Background: an optimization exercise with open tools, aiming at small area and a short achievable clock period. Do not read the settings as production practice. Where RTL was checked, it was by simulation tests only, not by an equivalence proof against the original. For runs 2 and 4, only the layout was checked, not whether the RTL still works. Power is estimated from default activity; no workload was simulated.

==> design/flow/config.mk <==
export PLATFORM = sky130hd
export DESIGN_NAME = rank_filter
export DESIGN_NICKNAME = rank_filter
export VERILOG_FILES = /design/flow/design.v
export SDC_FILE = /design/flow/constraint.sdc
export NUM_CORES = 4
export LEC_CHECK = 0
export CAP_MARGIN = 20
export CORE_MARGIN = 2
export CORE_UTILIZATION = 25
export PLACE_DENSITY = 0.45
export SLEW_MARGIN = 20
==> design/flow/constraint.sdc <==
create_clock -name core_clock -period 24.0 [get_ports {clk}]
set_input_delay 4.8000 -clock core_clock [delete_from_list [all_inputs] [get_ports {clk}]]
set_output_delay 4.8000 -clock core_clock [all_outputs]
set_load 0.01 [all_outputs]
==> design/flow/design.v <==
module rank_filter (
    input  wire               clk,
    input  wire               rst,         
    input  wire [2:0]         rf_half,     
    input  wire               rf_mode,     
    input  wire [15:0]        rf_thresh,   
    input  wire               in_valid,
    input  wire signed [17:0] in_data,
    output reg                out_valid,
    output reg  signed [17:0] out_data,
    output reg                out_hit
);
    localparam integer N = 15;   
    reg signed [17:0] win [0:N-1];
    reg        [15:0] thresh_q;
    reg               valid_q;
    integer i;
    always @(posedge clk) begin
        if (rst) begin
            for (i = 0; i < N; i = i + 1)
                win[i] <= 18'sd0;
            thresh_q <= 16'd0;
            valid_q  <= 1'b0;
        end else begin
            valid_q <= in_valid;
            if (in_valid) begin
                win[0] <= in_data;
                for (i = 1; i < N; i = i + 1)
                    win[i] <= win[i-1];
                thresh_q <= rf_thresh;
            end
        end
    end
    reg        [3:0]  rank   [0:N-1];
    reg signed [17:0] median;
    reg signed [17:0] centre;
    reg        [4:0]  last;           
    integer j, k;
    always @(*) begin
        last = {1'b0, rf_half, 1'b0};
        for (k = 0; k < N; k = k + 1) begin
            rank[k] = 4'd0;
            for (j = 0; j < N; j = j + 1) begin
                if (j != k && j <= last) begin
                    if (win[j] < win[k] || (win[j] == win[k] && j < k))
                        rank[k] = rank[k] + 4'd1;
                end
            end
        end
        median = 18'sd0;
        for (k = 0; k < N; k = k + 1) begin
            if (k <= last && rank[k] == {1'b0, rf_half})
                median = win[k];
        end
        centre = win[rf_half];
    end
    wire signed [18:0] diff    = centre - median;
    wire        [18:0] absdiff = diff[18] ? -diff : diff;
    wire               keep    = rf_mode && (absdiff <= {3'b000, thresh_q});
    wire signed [17:0] y       = keep ? centre : median;
    always @(posedge clk) begin
        if (rst) begin
            out_valid <= 1'b0;
            out_data  <= 18'sd0;
            out_hit   <= 1'b0;
        end else begin
            out_valid <= valid_q;
            if (valid_q) begin
                out_data <= y;
                out_hit  <= (y != centre);
            end
        end
    end
endmodule
==> design/flow/run.sh <==
#!/bin/bash
# synth_recipe.tcl (not shown) runs the flow's synth.tcl, then flattens the netlist and writes it again
# the make line also repeats each setting of config.mk as NAME=value (left out here)
make -C /OpenROAD-flow-scripts/flow DESIGN_CONFIG=/design/flow/config.mk WORK_HOME=/design/flow/orfs CLKGATE_MAP_FILE= SYNTH_SCRIPT=/design/flow/synth_recipe.tcl finish
==> reports/metrics.yaml, run 1 <==
run_status: "no timing/DRC/antenna violations"
synthCells: 10100
crit_arrival_ns: 23.31
insertion_delay_ns: 0.72
tightestPinTransition_ns: 1.24
crit_type: "in -> reg"
cts_tree: "done"
cp-end-kind: "flop"
gp_congestion: 1.09
fin_tns_setup_ns: 0
cap_violations: 0
fillCellCount: 33800
antenna_found_initial: 82
hold_path.class: "reg -> reg"
report.final.setup_viol: 0
dp_slack_ns: 0.481
synth_edf_count: 0
grt-ovfl-total: 0
required_ns: 24.62
synth.distinct_cells: 124
grt_pass1_wl_mm: 761
cts_root_buf: "clkbuf_16"
vias_per_cell: 6.17
finalCriticalPeriod_ns: 22.70
p_int_mw: 4.67
fmax_mhz: 44.1
place_inst: 14700
cts.clk_slew.worst_paths_ns: 0.07
timing.final.hold_violations: 0
power.switching_mw: 5.59
syn_nets: 12200
core-area_mm2: 0.318
p_comb_share_pct: 86.7
drc: 0
p_total_mw: 10.3
die-area_mm2: 0.324
chipWidth_um: 569
ant_nets: 0
ir_worst_vdd_v: 0.000242
path_max_fanout: 10
drtPass1Iterations: 9
routedWlPerCell_um: 39.2
area_growth_pct: 14.5
synth_warnings: 3
syn_area_mm2: 0.0799
vias: 91400
first_iter_violations: 12200
regArea_mm2: 0.00615
ys_seq_area_share_pct: 7.69
cpMostUsedCell: "ha_1"
critPathLaunchType: "primary input"
port-buffer-count: 60
layout.nets: 12700
seqPwrFrac_pct: 5.4
yosys_most_used_dff: "dfxtp_1"
async_flop_share_pct: 0
layout-drive-gt1-share_pct: 9.20
final_cells: 14800
grt_pass1_vias: 84400
fin_crit_sh_pct: 94.6
hold_buffers: 0
ys_seq_elements: 307
drt_wl_total_mm: 581
max-slew-margin-rel_pct: 17.4
p_leak_nw: 43.4
grt_max_degree: 125
track_usage_pct: 34.5
switching_share_pct: 54.5
powerDensity_mw_per_mm2: 112
die_h_um: 569
multiInputGateArea_mm2: 0.0708
setup_ws_ns: 1.30
cp_slowest_cell: "a2111oi_4"
syn_avg_cell_area_um2: 7.93
clock-sinks: 307
cts_buffers: 46
start_util_pct: 25.1
pin_count: 61
clkPwrFrac_pct: 7.9
htree_num_levels: 2
cpPeakStageDelay_ns: 0.51
dp_hpwl_mm: 434
slew_violations: 0
rows: 207
ctsLongestPathBuffers: 3
rsz0062_at_grt: "no"
clock_skew_ns: 0.0476
sequential cells by signal, summed over array words and instances (netlist names):
signal and flops:
win 270, out_hit 1, valid_q 1, out_valid 1
out_data 18, thresh_q 16
logic make-up (layout without fill, tap and decap cells):
logic type               count (synthesis)  in the layout  synth area share (%)
AND/OR/NAND/NOR                       3241           3241                  20.3
AO/OA/AOI/OAI                         2582           2582                  21.5
adder cells (fa/ha/maj)               2122           2122                  33.2
buffers and inverters                  853           1381                  4.10
XOR/XNOR                               500            500                  7.04
multiplexers                           472            472                  6.10
flip-flops                             307            307                  7.69
other                                    0             30                     0
cells in the mapped netlist (26+ instances only):
cell	number	area, µm²
nand2b_1	118	738
nand4_1	367	2300
buf_1	51	191
or2_2	33	206
and3_1	110	688
o22ai_1	56	350
a211o_1	34	298
xnor3_1	69	1550
nand2_1	712	2670
or4_1	27	203
o31ai_1	54	405
a31oi_1	81	507
inv_1	612	2300
mux2_2	70	788
xor2_1	111	972
a21oi_1	752	3760
xnor2_1	295	2580
ha_1	2120	26500
nor3b_1	29	218
o21bai_1	34	255
nand3_1	264	1320
mux2i_1	396	3960
or3_1	56	350
and2_1	87	544
a21boi_0	37	278
nor4_1	75	469
nor2b_1	149	932
a221oi_1	40	350
o21a_1	98	736
o211ai_1	118	886
o21ai_0	432	2160
a311oi_1	30	263
nor3_1	165	826
o2111ai_1	29	254
a21o_1	207	1550
a211oi_1	153	1150
dfxtp_1	307	6150
clkbuf_1	150	563
nand3b_1	26	195
a22oi_1	53	398
a2111oi_0	44	385
nor2_1	878	3300
o221ai_1	34	298
and4_1	57	499
metrics by stage:
step,util (%),hold slack [ns],area (µm²)
global placement,28.2,0.478,89700
floorplan,-,0.460,79900
detailed placement,28.2,0.481,89700
global route,28.8,0.520,91400
CTS,28.7,0.496,91300
finish,28.8,0.493,91500
worst paths after layout:
check	from	to	slack (ns)	cells past startpoint
worst max register to register	win[1][0]$_SDFFE_PP0P_	out_data[10]$_SDFFE_PP0P_	2.15	108
worst min-delay path	thresh_q[13]$_SDFFE_PP0P_	thresh_q[13]$_SDFFE_PP0P_	0.49	2
worst max-delay path	rf_half[2]	out_data[10]$_SDFFE_PP0P_	1.30	97
worst min register to register	thresh_q[13]$_SDFFE_PP0P_	thresh_q[13]$_SDFFE_PP0P_	0.49	2
cell usage in the layout, fill, tap and decap left out, types with 57 or more instances in the layout:
cell	instances
a211oi_1	149
a31oi_1	77
a21o_1	207
and4_1	57
nand3_1	264
ha_1	2120
and3_1	110
o21a_1	98
buf_4	621
xnor3_1	69
nor4_1	73
dfxtp_1	306
nor2b_1	149
inv_1	610
nand4_1	367
o21ai_0	422
and2_1	87
mux2i_1	389
nand2_1	708
mux2_2	70
xnor2_1	295
xor2_1	111
nor2_1	872
nor3_1	161
o211ai_1	118
nand2b_1	118
a21oi_1	748
what timing repair did:
action,in CTS,in global routing
setup buffers,0,1
gates resized for setup,0,12
setup endpoints to repair,0,19
critical path, delay by kind of cell:
kind,cells,cell delay [ns]
AND/OR/NAND/NOR,26,3.35
buffers and inverters,9,1.36
adder cells (fa/ha/maj),15,4.41
AO/OA/AOI/OAI,40,7.83
XOR/XNOR,2,0.34
multiplexers,5,1.12
layer usage:
layer	vias up	global-route usage (%)	wire length, µm
li1	39300	-	-
met1	45100	43.4	233000
met2	5589	49.2	230000
met3	1451	8.03	57600
met4	12	30.0	60500
met5	-	0	77
cell type report:
| class | instances | area share (%) |
|---|---|---|
| Clock inverter | 28 | 0.448 |
| Sequential cell | 307 | 6.72 |
| Clock buffer | 56 | 1.38 |
| Antenna cell | 30 | 0.0820 |
| Inverter | 617 | 2.53 |
| Tap cell | 4180 | 5.71 |
| Multi-Input combinational cell | 8917 | 77.4 |
| Timing Repair Buffer | 680 | 5.76 |
power by group through the flow:
stage / Sequential (mW) / Combinational (mW) / Clock [mW]
global placement: 0.565 / 8.62 / 0
detailed placement: 0.564 / 8.59 / 0
CTS: 0.553 / 8.66 / 0.814
finish: 0.552 / 8.90 / 0.810
floorplan: 0.559 / 5.82 / 0
global route: 0.553 / 9.64 / 0.832
==> run 2: changes to the inputs <==
==> design/flow/design.v (replaced) <==
module rank_filter (
    input  wire               clk,
    input  wire               rst,         
    input  wire [2:0]         rf_half,     
    input  wire               rf_mode,     
    input  wire [15:0]        rf_thresh,   
    input  wire               in_valid,
    input  wire signed [17:0] in_data,
    output reg                out_valid,
    output reg  signed [17:0] out_data,
    output reg                out_hit
);
    localparam integer N = 15;   
    reg signed [17:0] x_q;
    reg        [15:0] th_q;
    reg               v0;
    reg               rst_q;
    reg        [2:0]  h_q;
    reg               mode_q;
    always @(posedge clk) begin
        x_q    <= in_data;
        th_q   <= rf_thresh;
        v0     <= in_valid & ~rst;
        rst_q  <= rst;
        h_q    <= rf_half;
        mode_q <= rf_mode;
    end
    reg signed [17:0] w    [0:N-1];    
    reg        [3:0]  r    [0:N-1];    
    reg        [N-1:0] fill;           
    reg  [N-1:0] inwin;    
    reg  [3:0]   r_old;    
    integer k;
    always @(*) begin
        for (k = 0; k < N; k = k + 1)
            inwin[k] = (k < {h_q, 1'b0});
        r_old = r[{h_q, 1'b0}];
    end
    reg  [N-1:0] c;
    reg  [N-1:0] dn;        
    reg  [3:0]   rm  [0:N-1];
    reg  [3:0]   rn  [0:N-1];
    reg  [N-1:0] e0, e1;    
    reg  [N-1:0] sel;       
    always @(*) begin
        for (k = 0; k < N; k = k + 1) begin
            c[k]   = inwin[k] & (fill[k] ? (x_q < w[k]) : x_q[17]);
            dn[k]  = (r_old < r[k]);
            rm[k]  = r[k] - {3'b000, dn[k]};
            rn[k]  = rm[k] + {3'b000, c[k]};
            e0[k]  = inwin[k] & (rm[k] == {1'b0, h_q});
            e1[k]  = inwin[k] & (rm[k] == {1'b0, h_q} - 4'd1);
            sel[k] = c[k] ? e1[k] : e0[k];
        end
    end
    reg [3:0] pop;
    always @(*) begin
        pop = 4'd0;
        for (k = 0; k < N; k = k + 1)
            pop = pop + {3'b000, c[k]};
    end
    wire [3:0] rx    = {h_q, 1'b0} - pop;
    wire       sel_x = ~|sel;    
    reg signed [17:0] med;
    always @(*) begin
        med = sel_x ? x_q : 18'sd0;
        for (k = 0; k < N; k = k + 1)
            med = med | ((sel[k] & fill[k]) ? w[k] : 18'sd0);
    end
    wire signed [17:0] cen = fill[h_q - 3'd1] ? w[h_q - 3'd1] : 18'sd0;
    always @(posedge clk) begin
        if (v0) begin
            w[0] <= x_q;
            for (k = 1; k < N; k = k + 1)
                w[k] <= w[k-1];
        end
        if (rst_q) begin
            fill <= {N{1'b0}};
            for (k = 0; k < N; k = k + 1)
                r[k] <= k[3:0];
        end else if (v0) begin
            fill <= {fill[N-2:0], 1'b1};
            r[0] <= rx;
            for (k = 1; k < N; k = k + 1)
                r[k] <= rn[k-1];
        end
    end
    reg signed [17:0] med_q, cen_q;
    reg        [15:0] th2_q;
    reg               v1;
    always @(posedge clk) begin
        med_q <= med;
        cen_q <= cen;
        th2_q <= th_q;
        v1    <= v0 & ~rst;
    end
    wire signed [18:0] diff     = cen_q - med_q;
    wire               dneg     = diff[18];
    wire               upper_ok = (diff[17:16] == {2{dneg}});
    wire        [15:0] u        = diff[15:0] ^ {16{dneg}};
    wire        [16:0] tdiff    = {1'b0, th2_q} - {1'b0, u} - {16'd0, dneg};
    wire               keep     = mode_q & upper_ok & ~tdiff[16];
    wire signed [17:0] y        = keep ? cen_q : med_q;
    always @(posedge clk) begin
        out_valid <= v1 & ~rst;
        out_data  <= y;
        out_hit   <= ~keep & (diff != 19'd0);
    end
endmodule
==> run 2 against run 1 <==
Against the previous run: design area fell by 64%; flip-flop and latch count increased by 132; largest power group is now registers; non-clock buffer count fell by 577; final cell count down 70%; wire length down 82%; via count decreased by 75%; register-to-register slack better by 15 ns; synthesized cell count down 72%; clock skew fell by 0.010 ns; clock-buffer cell count is 3 higher; combinational power is about 90% lower; global-route usage fell by 17 points; highest routed layer is now met4.
==> reports/metrics.yaml, run 2 <==
run_status: "no timing/DRC/antenna violations"
die_h_um: 342
synthTopCellsByCount: "inv_1, ha_1, edfxtp_1"
synthCells: 2835
required_ns: 24.59
cts_setup_buffers: 0
layout.nets: 3358
hold_path.class: "reg -> reg"
start_util_pct: 25.3
max-slew-margin-rel_pct: 23.9
clkPwrFrac_pct: 30.7
cpMostUsedCell: "buf_4"
cp-end-kind: "flop"
cp_slowest_cell: "nand2_2"
gp_congestion: 0.878
fin_util_pct: 29.0
top_regs: "w x252, r x60"
whs_ns: 0.325
first_iter_violations: 2260
place_area_mm2: 0.0310
antenna_cells: 0
path_max_fanout: 31
cts_root_buf: "clkbuf_16"
yosys_most_used_dff: "edfxtp_1"
vias_per_cell: 5.09
cts.clk_slew.worst_paths_ns: 0.06
ctsLongestPathBuffers: 3
cts_tree: "done"
p_leak_nw: 13.8
slew_violations: 0
grt_max_degree: 72
regMostFlops: "w"
grt_pass1_wl_mm: 154
layout_commonest_cell: "inv_1"
powerDensity_mw_per_mm2: 81.2
crit_arrival_ns: 7.53
antenna_found_initial: 2
grt_pass1_vias: 21900
synth_warnings: 5
crit_family: "simple AND/OR/NAND/NOR gates"
area_growth_pct: 14.9
clock-sinks: 439
dp_hpwl_mm: 76.5
hold_buffers: 0
fin_tns_setup_ns: 0
p_comb_share_pct: 34.1
port-buffer-count: 60
drc: 0
die-area_mm2: 0.117
report.final.setup_viol: 0
seqPwrFrac_pct: 35.2
cpPeakStageDelay_ns: 0.70
track_usage_pct: 17.8
async_flop_share_pct: 0
crit_chain: "buf_4, inv_1, nand2_2, nor2_1, nor2_1, a21oi_2, buf_4, a21boi_0, o21ai_0, nand2b_1, a21oi_1, ha_1, ha_1, xor3_1, o21ai_0, and4_1, nor4_1, a311oi_1, o2111ai_1, nor4_4, buf_4, nand2_1, nand4_1"
pin_count: 61
fin_area_mm2: 0.0327
power.switching_mw: 0.932
insertion_delay_ns: 0.66
htree_num_levels: 2
post-synth-top-count-cell: "inv_1"
syn_nets: 3288
crit_type: "reg -> reg"
tightestPinTransition_ns: 1.14
synth.top_cell.area_share_pct: 26.6
drt_wl_total_mm: 105
chipWidth_um: 342
largest_reg_flops: 252
vias: 22600
synth_edf_count: 252
cts_resized: 0
synth_largest_area_cell: "edfxtp_1"
core-area_mm2: 0.113
fmax_mhz: 144
p_int_mw: 1.73
drtPass1Iterations: 7
synthTopCellsByArea: "edfxtp_1, ha_1, dfxtp_1"
ant_nets: 0
rows: 123
crit_buf_inv: 4
switching_share_pct: 35.1
synth.distinct_cells: 97
rsz0062_at_grt: "no"
syn_area_mm2: 0.0285
fin_crit_sh_pct: 28.9
cap_violations: 0
ys_seq_elements: 439
routedWlPerCell_um: 23.7
layout-drive-gt1-share_pct: 6.79
finalCriticalPeriod_ns: 6.94
ys_seq_area_share_pct: 39.7
syn_avg_cell_area_um2: 10.1
cts_buffers: 50
timing.final.hold_violations: 0
most-common-layout-cells: "inv_1, ha_1, edfxtp_1"
clock_skew_ns: 0.0374
grt-ovfl-total: 0
ir_worst_vdd_v: 0.0000581
critPathLaunchType: "flop"
==> run 2: cell types whose count changed in the layout (fill, tap and decap cells not counted), sizes merged, moves of 342 or more <==
cell / delta
o21ai: -342
mux2i: -346
nor2: -745
ha: -1718
nand2: -576
buf: -582
a21oi: -604
==> run 2: layout make-up <==
| class | instances | area (µm²) |
|---|---|---|
| well taps | 1500 | 1880 |
| clock buffers | 59 | 1310 |
| multi-input cells | 1884 | 15300 |
| flip-flops and latches | 439 | 11300 |
| repair buffers | 103 | 931 |
| fillers | 11800 | 80100 |
| inverters | 427 | 1600 |
| clock inverters | 35 | 418 |
==> run 2: worst reg2reg max path, delay by kind of cell (launching register included) <==
family / cells / cell delay (ns)
AOI/OAI and AO/OA: 7 / 1.89
DFF: 1 / 0.30
xor gates and xnor gates: 1 / 0.32
adders and majority gates: 2 / 0.47
and+or+nand+nor: 9 / 2.39
buffers and inverters: 4 / 1.50
==> run 2: per-stage QoR <==
stage / setup slack (ns) / cells / power (mW)
finish: 17.06 / 4447 / 2.66
global route: 16.74 / 4447 / 2.84
CTS: 17.15 / 4446 / 2.69
detailed placement: 17.16 / 4352 / 1.86
global placement: 17.18 / 4352 / 1.86
floorplan: 16.83 / 2835 / 1.57
==> run 2: worst paths after layout <==
check                   from               end  slack, ns  cells past startpoint
min reg2reg  th_q[4]$_DFF_P_  th2_q[4]$_DFF_P_       0.32                      0
min          th_q[4]$_DFF_P_  th2_q[4]$_DFF_P_       0.32                      0
max           h_q[2]$_DFF_P_  med_q[8]$_DFF_P_      17.06                     23
max reg2reg   h_q[2]$_DFF_P_  med_q[8]$_DFF_P_      17.06                     23
==> run 2: layer usage <==
metal / global-route usage [%] / vias to the layer above / share of wire (%)
met4: 5.91 / 0 / 3.3
met3: 3.04 / 195 / 7.5
met2: 27.0 / 924 / 43
met5: 0 / - / 0
met1: 25.3 / 11000 / 46
li1: - / 10500 / -
==> run 2: logic make-up after synthesis <==
| family | share of synthesized area, % |
|---|---|
| simple gates | 9.70 |
| mux | 3.00 |
| buf+inv | 6.87 |
| flops | 39.7 |
| fa+ha+maj | 18.4 |
| xor+xnor | 4.23 |
| compound gates | 18.1 |
==> run 2: power by group through the flow <==
stage	combinational (mW)	clock (mW)	sequential [mW]
after global placement	0.906	0	0.951
final	0.907	0.818	0.935
after detailed placement	0.906	0	0.949
after global routing	1.03	0.868	0.941
after floorplan	0.646	0	0.924
after CTS	0.914	0.838	0.934
==> run 3: changes to the inputs <==
--- a/design/flow/design.v
+++ b/design/flow/design.v
@@ -38,19 +38,14 @@
     end
     reg  [N-1:0] c;
     reg  [N-1:0] dn;        
-    reg  [3:0]   rm  [0:N-1];
-    reg  [3:0]   rn  [0:N-1];
-    reg  [N-1:0] e0, e1;    
+    reg  [3:0]   rn [0:N-1];
     reg  [N-1:0] sel;       
     always @(*) begin
         for (k = 0; k < N; k = k + 1) begin
-            c[k]   = inwin[k] & (fill[k] ? (x_q < w[k]) : x_q[17]);
-            dn[k]  = (r_old < r[k]);
-            rm[k]  = r[k] - {3'b000, dn[k]};
-            rn[k]  = rm[k] + {3'b000, c[k]};
-            e0[k]  = inwin[k] & (rm[k] == {1'b0, h_q});
-            e1[k]  = inwin[k] & (rm[k] == {1'b0, h_q} - 4'd1);
-            sel[k] = c[k] ? e1[k] : e0[k];
+            c[k]  = inwin[k] & (fill[k] ? (x_q < w[k]) : x_q[17]);
+            dn[k] = (r_old < r[k]);
+            rn[k] = r[k] - {3'b000, dn[k]} + {3'b000, c[k]};
+            sel[k] = inwin[k] & (rn[k] == {1'b0, h_q});
         end
     end
     reg [3:0] pop;
@@ -60,7 +55,7 @@
             pop = pop + {3'b000, c[k]};
     end
     wire [3:0] rx    = {h_q, 1'b0} - pop;
-    wire       sel_x = ~|sel;    
+    wire       sel_x = (pop == {1'b0, h_q});
     reg signed [17:0] med;
     always @(*) begin
         med = sel_x ? x_q : 18'sd0;
@@ -94,16 +89,13 @@
         th2_q <= th_q;
         v1    <= v0 & ~rst;
     end
-    wire signed [18:0] diff     = cen_q - med_q;
-    wire               dneg     = diff[18];
-    wire               upper_ok = (diff[17:16] == {2{dneg}});
-    wire        [15:0] u        = diff[15:0] ^ {16{dneg}};
-    wire        [16:0] tdiff    = {1'b0, th2_q} - {1'b0, u} - {16'd0, dneg};
-    wire               keep     = mode_q & upper_ok & ~tdiff[16];
-    wire signed [17:0] y        = keep ? cen_q : med_q;
+    wire signed [18:0] diff    = cen_q - med_q;
+    wire        [18:0] absdiff = diff[18] ? -diff : diff;
+    wire               keep    = mode_q && (absdiff <= {3'b000, th2_q});
+    wire signed [17:0] y       = keep ? cen_q : med_q;
     always @(posedge clk) begin
         out_valid <= v1 & ~rst;
         out_data  <= y;
-        out_hit   <= ~keep & (diff != 19'd0);
+        out_hit   <= ~keep & (med_q != cen_q);
     end
 endmodule
==> run 3 against run 2 <==
Against the previous run: still clean; design area down 5.0%; global-route usage down 2.8 points; final cell count down 7.5%; maximum frequency down 11%; worst hold slack worse by 0.0051 ns; sequential power down 2%; clock-buffer cell count up 15; power up 18%.
==> reports/metrics.yaml, run 3 <==
grt-ovfl-total: 0
met1_usage_pct: 20.4
synth.distinct_cells: 78
critPathLaunchType: "flop"
tightestPinTransition_ns: 1.11
max-slew-margin-rel_pct: 26.0
ir_worst_vdd_v: 0.000147
syn_area_mm2: 0.0269
met2_usage_pct: 24.9
top_usage_layer: "met2"
ys_seq_area_share_pct: 42.0
synth.top_cell.area_share_pct: 28.1
setup_ws_ns: 16.23
finalCriticalPeriod_ns: 7.77
ctsLongestPathBuffers: 3
layout-drive-gt1-share_pct: 6.87
hold_buffers: 0
antenna_cells: 0
fin_crit_sh_pct: 32.4
track_usage_pct: 15.0
clock-sinks: 439
cpMostUsedCell: "fa_1"
rsz0062_at_grt: "no"
routedWlPerCell_um: 20.3
fin_tns_setup_ns: 0
clock_skew_ns: 0.0327
cap_violations: 0
cp-end-kind: "flop"
synth_warnings: 4
hold_path.class: "reg -> reg"
powerDensity_mw_per_mm2: 101
yosys_most_used_dff: "edfxtp_1"
cts_buffers: 52
layout.nets: 3113
grt_util_met3_pct: 1.90
layout_commonest_cell: "inv_1"
rows: 120
drtPass1Iterations: 7
dp_slack_ns: 16.32
top_regs: "w x252, r x60"
area_growth_pct: 15.5
slew_violations: 0
ant_nets: 0
cts_setup_buffers: 0
htree_num_levels: 2
core-area_mm2: 0.107
report.final.setup_viol: 0
vias: 19700
chipWidth_um: 332
antenna_found_initial: 0
grt_max_degree: 151
synth_edf_count: 252
dp_hpwl_mm: 60.0
drt_wl_total_mm: 83.6
syn_nets: 3032
cp_slowest_cell: "and4_1"
vias_per_cell: 4.78
synthTopCellsByArea: "edfxtp_1, ha_1, dfxtp_1"
first_iter_violations: 1510
async_flop_share_pct: 0
timing.final.hold_violations: 0
run_status: "no timing/DRC/antenna violations"
insertion_delay_ns: 0.63
cts_tree: "done"
gp_congestion: 0.794
start_util_pct: 25.2
most-common-layout-cells: "inv_1, ha_1, edfxtp_1"
ys_seq_elements: 439
grt_pass1_vias: 19700
die_h_um: 332
syn_avg_cell_area_um2: 10.4
regMostFlops: "w"
largest_reg_flops: 252
port-buffer-count: 60
required_ns: 24.57
drc: 0
cpPeakStageDelay_ns: 0.94
die-area_mm2: 0.110
pin_count: 61
crit_type: "reg -> reg"
post-synth-top-count-cell: "inv_1"
synthCells: 2585
path_max_fanout: 18
synthTopCellsByCount: "inv_1, ha_1, edfxtp_1"
cts_root_buf: "clkbuf_16"
fmax_mhz: 129
crit_arrival_ns: 8.33
p_leak_nw: 13.4
synth_largest_area_cell: "edfxtp_1"
cts_resized: 0
grt_pass1_wl_mm: 127
cts.clk_slew.worst_paths_ns: 0.06
-- run 3: cell count changes in the layout (fill, tap and decap cells not counted), moves of 15 or more --
cell | previous run | this run
a21oi_1 | 146 | 120
inv_1 | 423 | 386
fa_1 | 10 | 25
a22o_1 | 64 | 31
nand2_1 | 136 | 100
xnor2_1 | 100 | 74
a222oi_1 | 8 | 36
ha_1 | 402 | 381
a22oi_1 | 35 | 71
nor2_1 | 131 | 103
a21o_1 | 37 | 111
-- run 3: final cells by class --
cell class                 instances  area [µm²]
multi-input combinational       1683       14000
clock buffer                      74        1460
timing repair buffer             103         936
inverter                         387        1450
tap                             1403        1760
clock inverter                    23         228
sequential                       439       11300
fill                           11300       75800
-- run 3: final timing paths --
path                           end            start  cells after the start  slack (ns)
setup / recovery  med_q[8]$_DFF_P_   x_q[1]$_DFF_P_                     25       16.23
hold / removal    th2_q[8]$_DFF_P_  th_q[8]$_DFF_P_                      0        0.32
setup reg to reg  med_q[8]$_DFF_P_   x_q[1]$_DFF_P_                     25       16.23
hold reg to reg   th2_q[8]$_DFF_P_  th_q[8]$_DFF_P_                      0        0.32
-- run 3: through the flow --
| step | instances | hold slack (ns) | total power [mW] | area, µm² | util [%] |
|---|---|---|---|---|---|
| floorplan | 2585 | 0.310 | 2.00 | 26900 | - |
| global placement | 4015 | 0.312 | 2.33 | 29400 | 27.5 |
| detailed placement | 4015 | 0.313 | 2.34 | 29400 | 27.5 |
| CTS | 4112 | 0.322 | 3.16 | 31100 | 29.1 |
| global route | 4112 | 0.325 | 3.39 | 31100 | 29.1 |
| finish | 4112 | 0.320 | 3.13 | 31100 | 29.1 |
-- run 3: kinds of logic (layout without fill, tap and decap cells) --
logic type / after synthesis / in the layout / share of synthesized area (%)
flip-flops: 439 / 439 / 42.0
adder cells (fa/ha/maj): 406 / 406 / 19.6
multiplexers: 63 / 63 / 2.65
AO/OA/AOI/OAI: 674 / 674 / 17.8
AND/OR/NAND/NOR: 443 / 443 / 8.36
buffers and inverters: 463 / 587 / 6.49
XOR/XNOR: 97 / 97 / 3.16
-- run 3: power by group --
part / internal (mW) / switching [mW] / leakage, nW / total [mW]
clock network: 0.464 / 0.338 / 0.831 / 0.802
logic: 0.616 / 0.794 / 8.70 / 1.41
registers: 0.855 / 0.0630 / 3.91 / 0.918
total: 1.93 / 1.20 / 13.4 / 3.13
-- run 3: worst max-delay path: cells and delay by family (launching register included) --
family / cells / cell delay (ns)
fa+ha+maj: 7 / 2.76
compound gates: 10 / 2.28
simple gates: 3 / 1.19
flops: 1 / 0.84
xor+xnor: 2 / 0.40
buf+inv: 3 / 0.20
-- run 3: metal layers --
layer  vias up  share of wire (%)
li1       9618                  -
met1      9526                 47
met2       402                 47
met3       104                4.1
met4         0                2.1
met5         -                  0
==> run 4: changes to the inputs <==
==> design/flow/design.v (replaced) <==
module rank_filter (
    input  wire               clk,
    input  wire               rst,         
    input  wire [2:0]         rf_half,     
    input  wire               rf_mode,     
    input  wire [15:0]        rf_thresh,   
    input  wire               in_valid,
    input  wire signed [17:0] in_data,
    output reg                out_valid,
    output reg  signed [17:0] out_data,
    output reg                out_hit
);
    localparam integer M = 14;   
    localparam integer N = 15;   
    reg signed [17:0] x_q;
    reg        [15:0] th_q;
    reg               v0;
    reg               rst_q;
    reg        [2:0]  h_q;
    reg               mode_q;
    always @(posedge clk) begin
        x_q    <= in_data;
        th_q   <= rf_thresh;
        v0     <= in_valid & ~rst;
        rst_q  <= rst;
        h_q    <= rf_half;
        mode_q <= rf_mode;
    end
    reg signed [17:0] w    [0:M-1];    
    reg        [3:0]  r    [0:N-1];    
    reg        [M-1:0] fill;           
    function lt18(input [17:0] a, input [17:0] b);
        reg [17:0] g, p;
        reg [8:0]  g1, p1;
        reg [2:0]  g2, p2;
        integer i;
        begin
            g = ~a & b;
            p = ~a | b;
            g[17] = a[17] & ~b[17];
            p[17] = a[17] | ~b[17];
            for (i = 0; i < 9; i = i + 1) begin
                g1[i] = g[2*i+1] | (p[2*i+1] & g[2*i]);
                p1[i] = p[2*i+1] & p[2*i];
            end
            for (i = 0; i < 3; i = i + 1) begin
                g2[i] = g1[3*i+2] | (p1[3*i+2] & (g1[3*i+1] | (p1[3*i+1] & g1[3*i])));
                p2[i] = p1[3*i+2] & p1[3*i+1] & p1[3*i];
            end
            lt18 = g2[2] | (p2[2] & (g2[1] | (p2[1] & g2[0])));
        end
    endfunction
    reg  [M-1:0] inwin;    
    reg  [3:0]   r_old;    
    integer k;
    always @(*) begin
        for (k = 0; k < M; k = k + 1)
            inwin[k] = (k < {h_q, 1'b0});
        r_old = r[{h_q, 1'b0}];
    end
    reg  [M-1:0] c;
    reg  [M-1:0] dn;        
    reg  [3:0]   rm  [0:M-1];
    reg  [3:0]   rn  [0:M-1];
    reg  [M-1:0] e0, e1;    
    reg  [M-1:0] sel;       
    always @(*) begin
        for (k = 0; k < M; k = k + 1) begin
            c[k]   = inwin[k] & (fill[k] ? lt18(x_q, w[k]) : x_q[17]);
            dn[k]  = (r_old < r[k]);
            rm[k]  = r[k] - {3'b000, dn[k]};
            rn[k]  = rm[k] + {3'b000, c[k]};
            e0[k]  = inwin[k] & (rm[k] == {1'b0, h_q});
            e1[k]  = inwin[k] & (rm[k] == {1'b0, h_q} - 4'd1);
            sel[k] = c[k] ? e1[k] : e0[k];
        end
    end
    reg [3:0] pop;
    always @(*) begin
        pop = 4'd0;
        for (k = 0; k < M; k = k + 1)
            pop = pop + {3'b000, c[k]};
    end
    wire [3:0] rx    = {h_q, 1'b0} - pop;
    wire       sel_x = ~|sel;    
    reg signed [17:0] med;
    always @(*) begin
        med = sel_x ? x_q : 18'sd0;
        for (k = 0; k < M; k = k + 1)
            med = med | ((sel[k] & fill[k]) ? w[k] : 18'sd0);
    end
    wire signed [17:0] cen = fill[h_q - 3'd1] ? w[h_q - 3'd1] : 18'sd0;
    always @(posedge clk) begin
        if (v0) begin
            w[0] <= x_q;
            for (k = 1; k < M; k = k + 1)
                w[k] <= w[k-1];
        end
        if (rst_q) begin
            fill <= {M{1'b0}};
            for (k = 0; k < N; k = k + 1)
                r[k] <= k[3:0];
        end else if (v0) begin
            fill <= {fill[M-2:0], 1'b1};
            r[0] <= rx;
            for (k = 1; k < N; k = k + 1)
                r[k] <= rn[k-1];
        end
    end
    reg signed [17:0] med_q, cen_q;
    reg        [15:0] th2_q;
    reg               v1;
    always @(posedge clk) begin
        med_q <= med;
        cen_q <= cen;
        th2_q <= th_q;
        v1    <= v0 & ~rst;
    end
    wire signed [18:0] diff     = cen_q - med_q;
    wire               dneg     = diff[18];
    wire               upper_ok = (diff[17:16] == {2{dneg}});
    wire        [15:0] u        = diff[15:0] ^ {16{dneg}};
    wire        [16:0] tdiff    = {1'b0, th2_q} - {1'b0, u} - {16'd0, dneg};
    wire               keep     = mode_q & upper_ok & ~tdiff[16];
    wire signed [17:0] y        = keep ? cen_q : med_q;
    always @(posedge clk) begin
        out_valid <= v1 & ~rst;
        out_data  <= y;
        out_hit   <= ~keep & (diff != 19'd0);
    end
endmodule
==> run 4 against run 3 <==
Against the previous run: sequential power hardly changed; core utilization is 0.071 points higher; power is 12% lower; wire length is 20% higher; maximum frequency is 1.2% higher; critical path depth is 5 lower; setup slack better by 0.091 ns; first-iteration DRC count is 88% higher; flip-flop and latch count stayed put; clock skew is 0.028 ns higher; combinational power is 36% lower; register-to-register slack better by 0.09 ns; critical endpoint is now r[0][3]$_SDFFE_PP0P_; highest routed layer is now met5.
==> reports/metrics.yaml, run 4 <==
cts_tree: "done"
track_usage_pct: 18.2
syn_area_mm2: 0.0261
run_status: "no timing/DRC/antenna violations"
hold_buffers: 0
synth_edf_count: 252
synth_fa_ha_area_share_pct: 11.0
synth_top_family_by_area: "compound AO/OA/AOI/OAI gates"
place_area_mm2: 0.0282
p_leak_nw: 11.3
ant_nets: 0
regMostFlops: "w"
fmax_mhz: 130
top_regs: "w x252, r x60"
synthTopCellsByCount: "inv_1, edfxtp_1, dfxtp_1"
drc: 0
core-area_mm2: 0.103
max-slew-margin-rel_pct: 18.5
ir_worst_vdd_v: 0.0000815
first_iter_violations: 2838
muxShareOfSynthArea_pct: 3.04
post-synth-top-count-cell: "inv_1"
ys_seq_elements: 439
start_util_pct: 25.2
insertion_delay_ns: 0.67
report.final.setup_viol: 0
rsz0062_at_grt: "no"
layout.nets: 2825
fin_area_mm2: 0.0302
finalCriticalPeriod_ns: 7.68
pin_count: 61
grt_pass1_wl_mm: 145
clock_skew_ns: 0.0603
crit_type: "reg -> reg"
crit_chain: "buf_4, inv_1, a21oi_1, o2111ai_1, a2111oi_0, or3_1, inv_1, fa_1, inv_1, fa_1, inv_1, fa_1, fa_1, fa_1, fa_1, ha_1, a21o_1, a21oi_1, xnor2_1, a211oi_1"
antenna_found_initial: 3
synth_largest_area_cell: "edfxtp_1"
routedWlPerCell_um: 24.8
fin_tns_setup_ns: 0
syn_avg_cell_area_um2: 10.1
dp_hpwl_mm: 69.2
drt_wl_total_mm: 99.9
cts_resized: 0
path_max_fanout: 23
powerDensity_mw_per_mm2: 91.6
cts_setup_buffers: 0
timing.final.hold_violations: 0
largest_reg_flops: 252
synthCells: 2577
cpMostUsedCell: "fa_1"
die_h_um: 327
cp_slowest_cell: "a2111oi_0"
area_growth_pct: 15.9
ctsLongestPathBuffers: 3
ys_seq_area_share_pct: 43.4
die-area_mm2: 0.107
grt-ovfl-total: 0
cap_violations: 0
async_flop_share_pct: 0
synth.distinct_cells: 91
layout-drive-gt1-share_pct: 7.85
vias_per_cell: 5.27
synth_xor_xnor_area_share_pct: 5.14
cp-end-kind: "flop"
r2r_slack_ns: 16.32
port-buffer-count: 60
most-common-layout-cells: "inv_1, edfxtp_1, dfxtp_1"
rows: 118
grt_pass1_vias: 20800
required_ns: 24.57
cts.clk_slew.worst_paths_ns: 0.06
synthTopCellsByArea: "edfxtp_1, dfxtp_1, ha_1"
synth.top_cell.area_share_pct: 29.0
slew_violations: 0
layout_commonest_cell: "inv_1"
critPathLaunchType: "flop"
cts_buffers: 53
chipWidth_um: 327
clock-sinks: 439
tightestPinTransition_ns: 1.22
hold_path.class: "reg -> reg"
synth_compound_area_share_pct: 19.3
drtPass1Iterations: 8
htree_num_levels: 2
vias: 21200
synth_warnings: 5
syn_nets: 2797
crit_arrival_ns: 8.25
yosys_most_used_dff: "edfxtp_1"
cpPeakStageDelay_ns: 1.06
synthSimpleGateAreaFrac_pct: 11.9
cts_root_buf: "clkbuf_16"
gp_congestion: 0.933
fin_crit_sh_pct: 32.0
grt_max_degree: 161
==> run 4: path summary, 6_finish.rpt <==
check	startpoint	to	depth (start not counted)
setup / recovery	x_q[17]$_DFF_P_	r[0][3]$_SDFFE_PP0P_	20
hold / removal	th_q[2]$_DFF_P_	th2_q[2]$_DFF_P_	0
setup reg to reg	x_q[17]$_DFF_P_	r[0][3]$_SDFFE_PP0P_	20
hold reg to reg	th_q[2]$_DFF_P_	th2_q[2]$_DFF_P_	0
==> run 4: metrics by stage <==
step           hold slack [ns]  utilization (%)  worst slack [ns]  cells  power, mW
2_1_floorplan            0.310                -             16.67   2577       1.58
3_5_place_dp             0.314             27.2             16.41   3930       1.84
6_report                 0.325             29.2             16.32   4031       2.76
3_3_place_gp             0.313             27.2             16.49   3930       1.84
4_1_cts                  0.318             29.2             16.42   4030       2.79
5_1_grt                  0.333             29.2             16.01   4030       2.94
==> run 4: power breakdown <==
part	switching, mW	total (mW)	leakage [nW]	internal [mW]
registers	0.0633	0.921	3.91	0.858
clock network	0.371	0.936	0.964	0.565
logic	0.506	0.908	6.43	0.401
==> run 4: layout make-up <==
cell class	instances	area [µm²]
Fill cell	10800	73300
Clock buffer	56	1350
Multi-Input combinational cell	1735	13200
Inverter	275	1030
Timing Repair Buffer	101	921
Antenna cell	1	2.50
Sequential cell	439	11300
Tap cell	1380	1730
Clock inverter	44	672
==> run 4: worst max-delay path: cells and delay by family (launching register included) <==
family / cells / cell delay, ns
compound gates: 6 / 2.46
xor+xnor: 1 / 0.09
fa+ha+maj: 7 / 3.31
buf+inv: 5 / 0.96
flops: 1 / 0.31
simple gates: 1 / 0.43
==> run 4: cells by family (layout without fill, tap and decap cells) <==
group | Yosys count | in the layout
compound gates | 674 | 674
xor+xnor | 153 | 153
fa+ha+maj | 229 | 229
buf+inv | 403 | 476
flops | 439 | 439
mux | 74 | 74
other cells | 0 | 1
simple gates | 605 | 605
==> run 4: routing by layer <==
| metal | track usage [%] | wire [µm] | up-vias | part of all wire [%] |
|---|---|---|---|---|
| met5 | 0 | 23 | - | 0.023 |
| met4 | 6.96 | 3930 | 4 | 3.9 |
| met3 | 3.36 | 8850 | 207 | 8.9 |
| met2 | 27.6 | 42600 | 1048 | 43 |
| met1 | 25.6 | 44500 | 10400 | 45 |
| li1 | - | - | 9565 | - |

[what the ideal ports hide]
Ports are ideal in the flow. The routed layouts listed here were re-timed in OpenROAD.
Step 1: set_driving_cell puts a clkbuf_16 on clk and a buf_2 on each other input, an assumption about the parent block.
Step 2, shift: input delay + t, output delay - t, t = (earliest + latest rising clock arrival at the registers) / 2. This alone moves slack from input paths to output paths.
Slacks: no drivers / after step 1 / after step 2; pairs: no drivers / after step 1.
run | t (ns) | setup WS [ns] | worst setup path after step 2
run 1 | 0.791 | 1.305 / 1.375 / 0.584 | input to register
run 2 | 0.714 | 17.057 / 17.057 / 17.057 | register to register
run 3 | 0.671 | 16.234 / 16.234 / 16.234 | register to register
run 4 | 0.705 | 16.325 / 16.325 / 16.325 | register to register
After both steps every run listed still meets setup and hold. The setup slack of run 1, which loses most, moves by +0.070 ns with the drivers and by -0.721 ns with both steps.
